Background: an optimization exercise with open tools, aiming at small area, a short achievable clock period and few clock cycles per item. Do not read the settings as production practice.
RTL that was checked went through simulation tests only; none was proved equivalent to the original.
Power is estimated from default activity; no workload was simulated.

the reference run:
// bf_rescale
module bf_rescale (
    input  wire        clk,
    input  wire        rst,
    input  wire        start,
    input  wire [63:0] mask,
    input  wire [1:0]  rs_cap,
    output wire        ready,
    output reg         rd_en,
    output wire [5:0]  rd_addr,
    input  wire [31:0] rd_data,
    output reg         out_valid,
    output reg  [5:0]  out_idx,
    output reg  [12:0] out_i,
    output reg  [12:0] out_q,
    output reg         done,
    output wire [15:0] s_out,
    output wire [4:0]  exp_out,
    output wire        null_out
);
    localparam [1:0] S_IDLE = 2'd0,
                     S_P1   = 2'd1,
                     S_DIV  = 2'd2,
                     S_P2   = 2'd3;
    localparam [5:0] D_FIRST  = 6'd6;
    localparam [5:0] P2_FIRST = 6'd38;
    localparam [5:0] P2_LAST  = 6'd37;
    localparam [1:0] M_SQ  = 2'd0,     
                     M_ONE = 2'd1,     
                     M_S   = 2'd2;     
    reg [1:0]  state;
    reg        ready_r;
    reg [5:0]  cnt;
    reg [63:0] mask_r;
    reg        cap_hi, cap_lo;
    reg        two;                     
    reg [15:0] s_r;
    reg [4:0]  exp_r;
    reg        null_r;
    assign ready    = ready_r;
    assign rd_addr  = cnt;
    assign s_out    = s_r;
    assign exp_out  = exp_r;
    assign null_out = null_r;
    wire accept = start & ready_r;
    wire last_rd  = (state == S_P1 && cnt == 6'd0) || (state == S_P2 && cnt == P2_LAST);
    wire first_rd = (state == S_P1 && cnt == 6'd1) || (state == S_P2 && cnt == P2_FIRST);
    always @(posedge clk) begin
        cnt    <= ready_r ? 6'd1 : cnt + 6'd1;
        mask_r <= ready_r ? {mask[0], mask[63:1]} : {mask_r[0], mask_r[63:1]};
        if (ready_r) begin
            cap_hi <= rs_cap[1];
            cap_lo <= rs_cap[0];
        end
        if (state == S_P1 && cnt == 6'd1)
            two <= ~cap_hi & (|mask_r);
    end
    always @(posedge clk) begin
        if (rst) begin
            state   <= S_IDLE;
            rd_en   <= 1'b0;
            ready_r <= 1'b1;
        end else begin
            case (state)
                S_IDLE: begin
                    if (accept) begin
                        state   <= S_P1;
                        rd_en   <= 1'b1;
                        ready_r <= 1'b0;
                    end
                end
                S_P1: begin
  ...
export LEC_CHECK = 0
export CAP_MARGIN = 20
export CORE_MARGIN = 2
export CORE_UTILIZATION = 40
export PLACE_DENSITY = 0.6
export SLEW_MARGIN = 20
create_clock -name core_clock -period 12.0 [get_ports {clk}]
standard.sh (not shown) runs the stock make flow with config.mk's settings and CLKGATE_MAP_FILE= SYNTH_SCRIPT=/design/flow/synth_recipe.tcl, a recipe that flattens the netlist after the stock synthesis.
==> flow/flow/run.sh <==
#!/bin/bash
# The standard layout (standard.sh, unchanged synthesis and steps) with three settings:
#  - the setup repair aims for a slack margin of 8.3 ns below the 12 ns clock, so that it
#    works on every path longer than 3.7 ns rather than only on paths over 12 ns;
#  - the port buffers are buf_2 rather than the default delay cell;
#  - clock tree clusters of at most 20 flip-flops within 100 um.
# Each tool's full output is in the ORFS logs under orfs/logs/; make's output is in
# standard_make.log beside this script's work folder.
set -euo pipefail
bash standard.sh SETUP_SLACK_MARGIN=8.3 CTS_CLUSTER_SIZE=20 CTS_CLUSTER_DIAMETER=100 CORE_UTILIZATION=55 PLACE_DENSITY=0.75 \
    "BUFFER_PORTS_ARGS=-buffer_cell sky130_fd_sc_hd__buf_2" finish > standard_make.log 2>&1
Testbench counts of the reference run, summed over its fixed seeds: cycles 43,495, items 384.
Changes in the trial run relative to the reference run:
-- flow/flow/run.sh --
<<< the reference run, line 6
#  - clock tree clusters of at most 20 flip-flops within 100 um.
>>> the trial run, line 6
#  - clock tree clusters of at most 25 flip-flops within 100 um.
<<< the reference run, line 10
bash standard.sh SETUP_SLACK_MARGIN=8.3 CTS_CLUSTER_SIZE=20 CTS_CLUSTER_DIAMETER=100 CORE_UTILIZATION=55 PLACE_DENSITY=0.75 \
>>> the trial run, line 10
bash standard.sh SETUP_SLACK_MARGIN=8.3 CTS_CLUSTER_SIZE=25 CTS_CLUSTER_DIAMETER=100 GPL_ROUTABILITY_DRIVEN=0 \
### Flow results
For sequential cell count, the reference run and the trial run come out practically identical.
The trial run reports a higher routed wire length than the reference run does.
When the trial run is set beside the reference run, its met3 layer wire length in the routed design turns out to be 27% smaller.
Utilization after layout sits lower in the trial run than in the reference run.
Relative to the reference run, overall power has increased by 45 uW in the trial run.
Diff the trial run and the reference run: post-route clock skew higher in the reference run
Taking the reference run as the reference, in the trial run cell area shows an increase of 0.98%; standard-cell row count shows an increase of about 17%.
On the trial run: met3 usage in global routing is 1.5 points lower than what the reference run gave.

========
Setup of build 7:
bf_rescale again, from the RTL that the note above started with.
// bf_rescale
module bf_rescale (
    input  wire        clk,
    input  wire        rst,
    input  wire        start,
    input  wire [63:0] mask,
    input  wire [1:0]  rs_cap,
    output wire        ready,
    output reg         rd_en,
    output wire [5:0]  rd_addr,
    input  wire [31:0] rd_data,
    output reg         out_valid,
    output reg  [5:0]  out_idx,
    output reg  [12:0] out_i,
    output reg  [12:0] out_q,
    output reg         done,
    output wire [15:0] s_out,
    output wire [4:0]  exp_out,
    output wire        null_out
);
Settings: LEC_CHECK=0, CAP_MARGIN=20, CORE_MARGIN=2, CORE_UTILIZATION=40, PLACE_DENSITY=0.6, SLEW_MARGIN=20; clock period 12.0 ns.
==> flow/flow/run.sh <==
#!/bin/bash
# The standard layout, with the setup repair aiming for a margin below the clock period
# and plain buffers (not delay cells) on the ports.
set -euo pipefail
bash standard.sh SETUP_SLACK_MARGIN=8.3 CTS_CLUSTER_SIZE=30 CTS_CLUSTER_DIAMETER=100 "BUFFER_PORTS_ARGS=-buffer_cell sky130_fd_sc_hd__buf_2" finish > standard_make.log 2>&1
The flow did not stop early for build 7: all stages ran, and the layout cleared the timing, DRC and antenna checks.
Testbench counts of build 7, summed over its fixed seeds: cycles 43,495, items 384.
Input-level comparison between build 34 and build 7:
==> flow/flow/run.sh <==
#!/bin/bash
# The standard layout, with the setup repair aiming for a margin below the clock period
# and plain buffers (not delay cells) on the ports.
set -euo pipefail
bash standard.sh SETUP_SLACK_MARGIN=8 "BUFFER_PORTS_ARGS=-buffer_cell sky130_fd_sc_hd__buf_2" finish > standard_make.log 2>&1
--- outcome ---
- Against build 7, minimum period implied by the final worst setup slack in build 34 came out worse.
- Build 34 vs. build 7: non-filler instance count after layout went up by 0.93%.
- Against build 7, build 34 reports a clock transition time at the flip-flop clock pins of the worst setup and hold paths that is lower.
- In the reports for build 34 and build 7, the larger worst-case headroom to the max-slew limit belongs to build 7.
- Wire length on met1 ended up 470 um lower on build 34 than on build 7.
- Higher largest net degree at the start of global routing among build 34 and build 7: build 34
diff inputs: build 34 => build 11
==> flow/flow/run.sh <==
#!/bin/bash
# The standard layout (standard.sh, unchanged synthesis and steps) with three settings:
#  - the setup repair aims for a slack margin of 8.3 ns below the 12 ns clock, so that it
#    works on every path longer than 3.7 ns rather than only on paths over 12 ns;
#  - the port buffers are buf_2 rather than the default delay cell;
#  - clock tree clusters of at most 20 flip-flops within 100 um.
# Each tool's full output is in the ORFS logs under orfs/logs/; make's output is in
# standard_make.log beside this script's work folder.
set -euo pipefail
bash standard.sh SETUP_SLACK_MARGIN=8.45 CTS_CLUSTER_SIZE=25 CTS_CLUSTER_DIAMETER=100 \
    "BUFFER_PORTS_ARGS=-buffer_cell sky130_fd_sc_hd__buf_2" finish > standard_make.log 2>&1
Findings:
Delta (build 11 minus build 34): arrival time at the worst endpoint went down; setup slack went up; final worst-path cycle share went down; wire length went up.
#### Input delta (build 21 over build 11)
==> flow/flow/run.sh <==
#!/bin/bash
# The standard layout (standard.sh, unchanged synthesis and steps) with three settings:
#  - the setup repair aims for a slack margin of 8.3 ns below the 12 ns clock, so that it
#    works on every path longer than 3.7 ns rather than only on paths over 12 ns;
#  - the port buffers are buf_2 rather than the default delay cell;
#  - clock tree clusters of at most 25 flip-flops within 100 um.
# Each tool's full output is in the ORFS logs under orfs/logs/; make's output is in
# standard_make.log beside this script's work folder.
set -euo pipefail
bash standard.sh SETUP_SLACK_MARGIN=8.3 CTS_CLUSTER_SIZE=25 CTS_CLUSTER_DIAMETER=100 \
    "BUFFER_PORTS_ARGS=-buffer_cell sky130_fd_sc_hd__buf_2" finish > standard_make.log 2>&1
Build 21 was carried through to the last stage, and its layout satisfied the timing, DRC and antenna checks. There was hardly any difference in worst-case clock skew between build 11 and build 21. Per the comparison of build 21 with build 11, path depth of the worst reg2reg path shrank by 8; relative area of non-clock buffer cells in the final design lost 0.63 points. Build 21 vs. build 11: total standard cell area after synthesis has remained practically unchanged; number of hold buffers added after CTS has remained practically unchanged. Any difference in multi-input gate area in the final layout between build 21 and build 11 is small enough to ignore. In terms of maximum achievable frequency, build 21 and build 11 differ only marginally. Minimum period implied by the final worst setup slack (build 21 over build 11): increase, 0.0048 ns. Build 21 vs build 11, instance count: build 21 lower. Looking at number of fillers in the final layout, build 21 sits 43 higher than build 11 does.

========
Starting RTL as in the previous note.
Design bf_rescale, start of the top module:
module bf_rescale (
    input  wire        clk,
    input  wire        rst,
    input  wire        start,
    input  wire [63:0] mask,
    input  wire [1:0]  rs_cap,
    output wire        ready,
    output reg         rd_en,
    output wire [5:0]  rd_addr,
    input  wire [31:0] rd_data,
    output reg         out_valid,
    output reg  [5:0]  out_idx,
    output reg  [12:0] out_i,
    output reg  [12:0] out_q,
    output reg         done,
    output wire [15:0] s_out,
    output wire [4:0]  exp_out,
    output wire        null_out
);
==> flow/config.mk <==
export PLATFORM = sky130hd
export DESIGN_NAME = bf_rescale
export DESIGN_NICKNAME = bf_rescale
export VERILOG_FILES = /design/flow/design.v
export SDC_FILE = /design/flow/constraint.sdc
export NUM_CORES = 4
export LEC_CHECK = 0
export CAP_MARGIN = 20
export CORE_MARGIN = 2
export CORE_UTILIZATION = 40
export PLACE_DENSITY = 0.6
export SLEW_MARGIN = 20
==> flow/constraint.sdc <==
create_clock -name core_clock -period 12.0 [get_ports {clk}]
set_input_delay 2.4000 -clock core_clock [delete_from_list [all_inputs] [get_ports {clk}]]
set_output_delay 2.4000 -clock core_clock [all_outputs]
set_load 0.01 [all_outputs]
==> flow/flow/run.sh <==
#!/bin/bash
# The standard layout (standard.sh, unchanged synthesis and steps) with three settings:
#  - the setup repair aims for a slack margin of 8.3 ns below the 12 ns clock, so that it
#    works on every path longer than 3.7 ns rather than only on paths over 12 ns;
#  - the port buffers are buf_2 rather than the default delay cell;
#  - clock tree clusters of at most 20 flip-flops within 100 um.
# Each tool's full output is in the ORFS logs under orfs/logs/; make's output is in
# standard_make.log beside this script's work folder.
set -euo pipefail
bash standard.sh SETUP_SLACK_MARGIN=8.15 CTS_CLUSTER_SIZE=25 CTS_CLUSTER_DIAMETER=100 \
    "BUFFER_PORTS_ARGS=-buffer_cell sky130_fd_sc_hd__buf_2" finish > standard_make.log 2>&1
The baseline produced a clean layout.
Testbench counts at the start, summed over its fixed seeds: cycles 43,495, items 384.
Edit:
--- a/flow/flow/run.sh
+++ b/flow/flow/run.sh
@@ -9,3 +9,3 @@
 set -euo pipefail
-bash standard.sh SETUP_SLACK_MARGIN=8.15 CTS_CLUSTER_SIZE=25 CTS_CLUSTER_DIAMETER=100 \
+bash standard.sh SETUP_SLACK_MARGIN=8.3 CTS_CLUSTER_SIZE=25 CTS_CLUSTER_DIAMETER=100 CORE_UTILIZATION=55 PLACE_DENSITY=0.75 \
     "BUFFER_PORTS_ARGS=-buffer_cell sky130_fd_sc_hd__buf_2" finish > standard_make.log 2>&1
Design area barely changes.
Via count increases by about 4%.
Non-clock buffer count went up by 16.
Routed wire length increases by 0.95%.
Worst hold slack barely changes.
Count of clock-buffer cells in the layout came out higher by 2.
Cell count went down by 5.7%.
Setup slack is better by 0.10 ns.
Edit:
==> flow/flow/run.sh (replaced) <==
#!/bin/bash
# The standard layout, with the setup repair aiming for a margin below the clock period
# and plain buffers (not delay cells) on the ports.
set -euo pipefail
bash standard.sh SETUP_SLACK_MARGIN=8.3 CTS_CLUSTER_SIZE=20 CTS_CLUSTER_DIAMETER=100 "BUFFER_PORTS_ARGS=-buffer_cell sky130_fd_sc_hd__buf_2" finish > standard_make.log 2>&1
Result:
- The changed run finished clean
- worst setup slack is worse by 0.0087 ns
- via count shrinks by about 3.5%
- wire length hardly moves
- design area grows by about 1.2%
- sequential power is about the same
- synthesized area does not change
- power grows by 0.77%
- combinational power grows by about 1%

========
== the baseline ==
bf_rescale, a different RTL version from the one above (not shown whole).
For scale: about 3100 cells after synthesis, roughly 470 flip-flops, roughly 170 I/O pins.
Settings: LEC_CHECK=0, CAP_MARGIN=20, CORE_MARGIN=2, CORE_UTILIZATION=40, PLACE_DENSITY=0.6, SLEW_MARGIN=20; clock period 12.0 ns.
==> flow/flow/run.sh <==
#!/bin/bash
# The standard layout, with the setup repair aiming for a margin below the clock period
# and plain buffers (not delay cells) on the ports.
set -euo pipefail
bash standard.sh SETUP_SLACK_MARGIN=8.6 CTS_CLUSTER_SIZE=20 CTS_CLUSTER_DIAMETER=100 "BUFFER_PORTS_ARGS=-buffer_cell sky130_fd_sc_hd__buf_2" finish > standard_make.log 2>&1
Input-level comparison between the candidate and the baseline:
==> flow/flow/run.sh <==
#!/bin/bash
# The standard layout (standard.sh, unchanged synthesis and steps) with three settings:
#  - the setup repair aims for a slack margin of 8.3 ns below the 12 ns clock, so that it
#    works on every path longer than 3.7 ns rather than only on paths over 12 ns;
#  - the port buffers are buf_2 rather than the default delay cell;
#  - clock tree clusters of at most 25 flip-flops within 100 um.
# Each tool's full output is in the ORFS logs under orfs/logs/; make's output is in
# standard_make.log beside this script's work folder.
set -euo pipefail
bash standard.sh SETUP_SLACK_MARGIN=8.3 CTS_CLUSTER_SIZE=25 CTS_CLUSTER_DIAMETER=100 \
    "BUFFER_PORTS_ARGS=-buffer_cell sky130_fd_sc_hd__buf_2" finish > standard_make.log 2>&1
--- outcome ---
Max area of all placed cells without fillers across the candidate and the baseline: the baseline
On met1 routing resource usage after global routing, the lower figure sits with the candidate, not the baseline.
Compared with the baseline, in the candidate post-route total power decreased by 250 uW relative to the old numbers, internal power consumption decreased by about 4% relative to the old numbers, worst hold slack increased by 0.0034 ns relative to the old numbers, routing usage on met2 decreased by 0.31 points relative to the old numbers.
The global-route wire length before repair of the candidate was superior to that of the baseline.
[compare] base=the baseline new=the candidate: synthesized instance count saw little to no change, fill cell instance count of the final layout now sits higher, net switching share of the total power picked up an extra 0.71 points.
Function was not checked in any run of this note: the RTL went through the layout flow alone.

========
bf_rescale with an RTL version that a note above also has.
Size in the first run: about 460 flip-flops, roughly 27000 µm² of cells after synthesis.
Settings: LEC_CHECK=0, CAP_MARGIN=20, CORE_MARGIN=2, CORE_UTILIZATION=40, PLACE_DENSITY=0.6, SLEW_MARGIN=20; clock period 12.0 ns.
==> flow/flow/run.sh <==
#!/bin/bash
# The standard layout (standard.sh) with the standard flow's synthesis script, except that ABC maps
# with flow/abc_nf.script (area-oriented &nf mapping) instead of ORFS's speed script, and:
#  - the setup repair aims for a slack margin of 8.3 ns below the 12 ns clock;
#  - the port buffers are buf_2 rather than the default delay cell;
#  - clock tree clusters of at most 20 flip-flops within 100 um.
# Each tool's full output is in the ORFS logs under orfs/logs/; make's output is in
# standard_make.log.
set -euo pipefail
here=$(pwd)
{
  echo "proc abc {args} { set i [lsearch \$args -script]; if {\$i >= 0} { lset args [expr {\$i + 1}] $here/flow/abc_nf.script }; yosys abc {*}\$args }"
  cat synth_recipe.tcl
} > my_synth.tcl
bash standard.sh SYNTH_SCRIPT=$here/my_synth.tcl SETUP_SLACK_MARGIN=8.3 CTS_CLUSTER_SIZE=20 CTS_CLUSTER_DIAMETER=100 \
    "BUFFER_PORTS_ARGS=-buffer_cell sky130_fd_sc_hd__buf_2" finish > standard_make.log 2>&1
==> flow/flow/abc_nf.script <==
strash
&get -n
&fraig -x
&put
dc2
strash
&get -n
&dch -f
&nf
&put
buffer -c
upsize
dnsize
The baseline finished clean.
Testbench counts at the start, summed over its fixed seeds: cycles 43,495, items 384.
==> next run, changes <==
==> flow/flow/run.sh (replaced) <==
#!/bin/bash
# The standard layout (standard.sh, unchanged synthesis and steps) with three settings:
#  - the setup repair aims for a slack margin of 8.3 ns below the 12 ns clock, so that it
#    works on every path longer than 3.7 ns rather than only on paths over 12 ns;
#  - the port buffers are buf_2 rather than the default delay cell;
#  - clock tree clusters of at most 20 flip-flops within 100 um.
# Each tool's full output is in the ORFS logs under orfs/logs/; make's output is in
# standard_make.log beside this script's work folder.
set -euo pipefail
bash standard.sh SETUP_SLACK_MARGIN=8.3 CTS_CLUSTER_SIZE=20 CTS_CLUSTER_DIAMETER=100 SLEW_MARGIN=5 CAP_MARGIN=5 \
    "BUFFER_PORTS_ARGS=-buffer_cell sky130_fd_sc_hd__buf_2" finish > standard_make.log 2>&1
removed: flow/flow/abc_nf.script
=> The changed run finished with timing, DRC and antenna clean. Maximum frequency climbs by 36%. Critical path depth drops by 33. Wire length drops by 5.4%. Register-to-register slack is better by 1500 ps. Power drops by about 9%. Sequential power barely changes. Global-route usage drops by 1.9 points. Synthesized area climbs by 7.0%.
==> next run, changes <==
==> flow/flow/run.sh (replaced) <==
#!/bin/bash
# The standard layout (standard.sh, unchanged synthesis and steps) with three settings:
#  - the setup repair aims for a slack margin of 8.3 ns below the 12 ns clock, so that it
#    works on every path longer than 3.7 ns rather than only on paths over 12 ns;
#  - the port buffers are buf_2 rather than the default delay cell;
#  - clock tree clusters of at most 25 flip-flops within 100 um.
# Each tool's full output is in the ORFS logs under orfs/logs/; make's output is in
# standard_make.log beside this script's work folder.
set -euo pipefail
bash standard.sh SETUP_SLACK_MARGIN=8.3 CTS_CLUSTER_SIZE=25 CTS_CLUSTER_DIAMETER=100 GPL_TIMING_DRIVEN=0 \
    "BUFFER_PORTS_ARGS=-buffer_cell sky130_fd_sc_hd__buf_2" finish > standard_make.log 2>&1
After rerunning:
- global-route usage grows by 1.3 points
- die area does not change
- sequential power shrinks by a few percent
- first-iteration DRC count came out higher by a quarter to a third
- fmax stays flat
- sequential cell count stays the same
==> next run, changes <==
==> flow/flow/run.sh (replaced) <==
#!/bin/bash
# The standard layout (standard.sh, unchanged synthesis and steps) with three settings:
#  - the setup repair aims for a slack margin of 8.3 ns below the 12 ns clock, so that it
#    works on every path longer than 3.7 ns rather than only on paths over 12 ns;
#  - the port buffers are buf_2 rather than the default delay cell;
#  - clock tree clusters of at most 20 flip-flops within 100 um.
# Each tool's full output is in the ORFS logs under orfs/logs/; make's output is in
# standard_make.log beside this script's work folder.
set -euo pipefail
bash standard.sh SETUP_SLACK_MARGIN=8.3 CTS_CLUSTER_SIZE=25 CTS_CLUSTER_DIAMETER=100 \
    "BUFFER_PORTS_ARGS=-buffer_cell sky130_fd_sc_hd__buf_2" finish > standard_make.log 2>&1
What happened: Clock skew is lower by 10 ps; design area falls by 1.4%; via count came out lower by 3.0%.

==> re-timing with driven ports <==
In the flow no input, the clock included, has a driving cell. The finished layouts below were timed again as built, in two steps.
Step 1 (the two cells are an assumption about what drives the block):
set clk [get_ports {clk}]
set_driving_cell -lib_cell sky130_fd_sc_hd__clkbuf_16 $clk
set_driving_cell -lib_cell sky130_fd_sc_hd__buf_2 [delete_from_list [all_inputs] $clk]
Step 2 adds t to the input delays and takes it off the output delays; t is the mean of the earliest and latest rising clock arrival at the registers after step 1. Input paths then give back, and output paths get back, about the clock's delay inside the block.
Slacks: no drivers / after step 1 / after step 2; pairs: no drivers / after step 1.
run	t (ns)	setup slack, ns	hold slack, ns	worst slew at a driven data input, ns
the reference run	0.652	8.339 / 8.281 / 8.290	0.298 / 0.298 / 0.298	0.10
the trial run	0.646	8.348 / 8.286 / 8.272	0.328 / 0.328 / 0.328	0.11
build 7	0.631	8.350 / 8.287 / 8.280	0.340 / 0.340 / 0.340	0.11
build 34	0.647	8.133 / 8.071 / 8.242	0.315 / 0.315 / 0.315	0.11
build 11	0.645	8.353 / 8.291 / 8.272	0.329 / 0.329 / 0.329	0.11
build 21	0.646	8.348 / 8.286 / 8.272	0.328 / 0.328 / 0.328	0.11
the first run of note 3	0.645	8.248 / 8.185 / 8.279	0.331 / 0.331 / 0.331	0.10
the second run of note 3	0.641	8.351 / 8.293 / 8.314	0.333 / 0.333 / 0.333	0.10
the third run of note 3	0.653	8.342 / 8.279 / 8.265	0.331 / 0.331 / 0.331	0.11
the baseline	0.681	8.326 / 8.265 / 8.251	0.330 / 0.330 / 0.330	0.08
the candidate	0.651	8.325 / 8.264 / 8.199	0.334 / 0.334 / 0.334	0.07
the first run of note 5	0.660	7.041 / 7.041 / 7.041	0.328 / 0.328 / 0.328	0.08
the second run of note 5	0.653	8.343 / 8.279 / 8.257	0.332 / 0.332 / 0.332	0.11
the third run of note 5	0.655	8.350 / 8.285 / 8.346	0.334 / 0.334 / 0.334	0.12
the fourth run of note 5	0.646	8.348 / 8.286 / 8.272	0.328 / 0.328 / 0.328	0.11
After both steps every run listed still meets setup and hold. For the candidate, which loses most, drivers alone change the setup slack by -0.061 ns; drivers and shift together by -0.126 ns.
